Context: an optimization exercise on an open-source flow, tuned for small area and a short achievable clock period. The choices shown serve that exercise and are no tape-out recipe. The RTL was checked by simulation tests, not by an equivalence proof against the original design. Power and IR drop assume default switching activity.

// jizin_rx
module jizin_rx (
    input  wire        clk,
    input  wire        rst,
    input  wire        in_valid,
    input  wire [1:0]  in_hdr,
    input  wire [63:0] in_data,
    output reg         dat_valid,
    output wire [63:0] dat_data,
    output reg         frm_valid,
    output reg  [1:0]  frm_status,
    output reg         frm_crc_err,
    output wire [11:0] frm_seq,
    output wire [1:0]  frm_vc,
    output wire        frm_sot,
    output wire        frm_eot,
    output wire [7:0]  frm_len_m1,
    output reg         lc_valid,
    output wire [7:0]  lc_type,
    output wire [39:0] lc_fields,
    output reg         mk_valid,
    output reg         mk_stripe,
    output wire [7:0]  mk_lane,
    output wire [7:0]  mk_epoch,
    output wire [7:0]  mk_mask,
    output wire [11:0] next_rx,
    output reg  [15:0] blk_errs,
    output reg  [15:0] crc_errs,
    output reg  [15:0] frames_rx
);
Size in the first run: roughly 20000 um2 of cells after synthesis.
Settings: LEC_CHECK=0, CAP_MARGIN=20, CORE_MARGIN=2, CORE_UTILIZATION=40, SLEW_MARGIN=20; clock period 11.5 ns.
standard.sh (not shown) runs the stock make flow with config.mk's settings and CLKGATE_MAP_FILE= SYNTH_SCRIPT=/design/flow/synth_recipe.tcl, a recipe that flattens the netlist after the stock synthesis.
==> flow/flow/run.sh <==
#!/bin/bash
# Standard ORFS layout (standard.sh) with timing repair aimed at a setup
# margin, small port buffers, larger clock-sink clusters and a lower
# placement density. ORFS writes each step's log under orfs/logs; make's own
# output goes to standard.log.
bash standard.sh \
  SETUP_SLACK_MARGIN=7.8 \
  PLACE_DENSITY=0.5 \
  "BUFFER_PORTS_ARGS=-buffer_cell sky130_fd_sc_hd__buf_1" \
  CTS_CLUSTER_SIZE=28 CTS_CLUSTER_DIAMETER=100 \
  finish > standard.log 2>&1
The starting point finished clean.
Rerun with:
==> flow/flow/run.sh (replaced) <==
#!/bin/bash
# Standard ORFS layout (standard.sh) with timing repair aimed at a setup
# margin and small port buffers. ORFS writes each step's log under
# orfs/logs; make's own output goes to standard.log.
bash standard.sh \
  SETUP_SLACK_MARGIN=8.1 \
  "BUFFER_PORTS_ARGS=-buffer_cell sky130_fd_sc_hd__buf_1" \
  finish > standard.log 2>&1
What happened: The new run completed without violations. Worst hold slack gets worse by 0.027 ns. Die area is unchanged. Clock power came out higher by 78%. Final area increases by 16%. Count of clock-buffer cells in the layout came out higher by 24. Setup slack improved by 0.31 ns. First-iteration DRC count rose by 3.7%. Global-route usage went up by 0.56 points. Critical path depth fell by 8. Synthesized cell count stays the same. Cell count increases by 6.6%.
Rerun with:
==> flow/flow/run.sh (replaced) <==
#!/bin/bash
# Standard ORFS layout (standard.sh) with timing repair aimed at a setup
# margin, small port buffers, larger clock-sink clusters and a smaller die.
# ORFS writes each step's log under orfs/logs; make's own output goes to
# standard.log.
bash standard.sh \
  SETUP_SLACK_MARGIN=7.8 \
  CORE_UTILIZATION=50 PLACE_DENSITY=0.58 \
  "BUFFER_PORTS_ARGS=-buffer_cell sky130_fd_sc_hd__buf_1" \
  CTS_CLUSTER_SIZE=30 CTS_CLUSTER_DIAMETER=100 \
  finish > standard.log 2>&1
What happened: The new run completed without violations. Non-clock buffer count drops by 155. Hold slack gains 0.032 ns. Die area drops by 20%. Via count drops by 6.5%.
Rerun with:
--- a/flow/flow/run.sh
+++ b/flow/flow/run.sh
@@ -8 +8 @@
-  CORE_UTILIZATION=50 PLACE_DENSITY=0.58 \
+  CORE_UTILIZATION=60 PLACE_DENSITY=0.66 \
The new run finished clean.
Die area shrinks by 16%.
Power hardly moves.
Clock-buffer cell count falls by 1.
Global-route usage goes up by 3.0 points.
Utilization increases by 10 points.
Rerun with:
--- a/flow/flow/run.sh
+++ b/flow/flow/run.sh
@@ -7,2 +7,2 @@
-  SETUP_SLACK_MARGIN=7.8 \
-  CORE_UTILIZATION=60 PLACE_DENSITY=0.66 \
+  SETUP_SLACK_MARGIN=8.1 \
+  CORE_UTILIZATION=50 PLACE_DENSITY=0.58 \
Cell area rose by about 13%.
Utilization decreases by 3.6 points.
Die area rises by 20%.
Non-clock buffer count is higher by 165.
Cell count rises by about 9%.
Setup slack improves by 0.23 ns.

==> what the ideal ports hide <==
In the flow no input, the clock included, has a driving cell. The finished layouts below were timed again as built, in two steps. Step 1, drivers: a clkbuf_16 drives clk and a buf_2 each remaining input, both assumed. Step 2, shift: input delay + t, output delay - t, t = (earliest + latest rising clock arrival at the registers) / 2. This alone moves slack from input paths to output paths. Slacks: no drivers / after step 1 / after step 2; pairs: no drivers / after step 1.
| run | t (ns) | slack for setup (ns) | worst setup path after step 2 | worst data-port slew with drivers (ns) |
|---|---|---|---|---|
| the first run | 0.595 | 7.764 / 7.746 / 7.337 | input to register | 0.07 |
| the second run | 0.614 | 8.074 / 8.009 / 7.559 | input to register | 0.07 |
| the third run | 0.572 | 7.800 / 7.742 / 7.436 | input to register | 0.06 |
| the fourth run | 0.571 | 7.816 / 7.760 / 7.332 | input to register | 0.06 |
| the fifth run | 0.587 | 8.044 / 7.998 / 7.545 | input to register | 0.06 |
After both steps setup and hold are still met in every run listed. For the second run, which loses most, drivers alone change the setup slack by -0.065 ns; drivers and shift together by -0.515 ns.
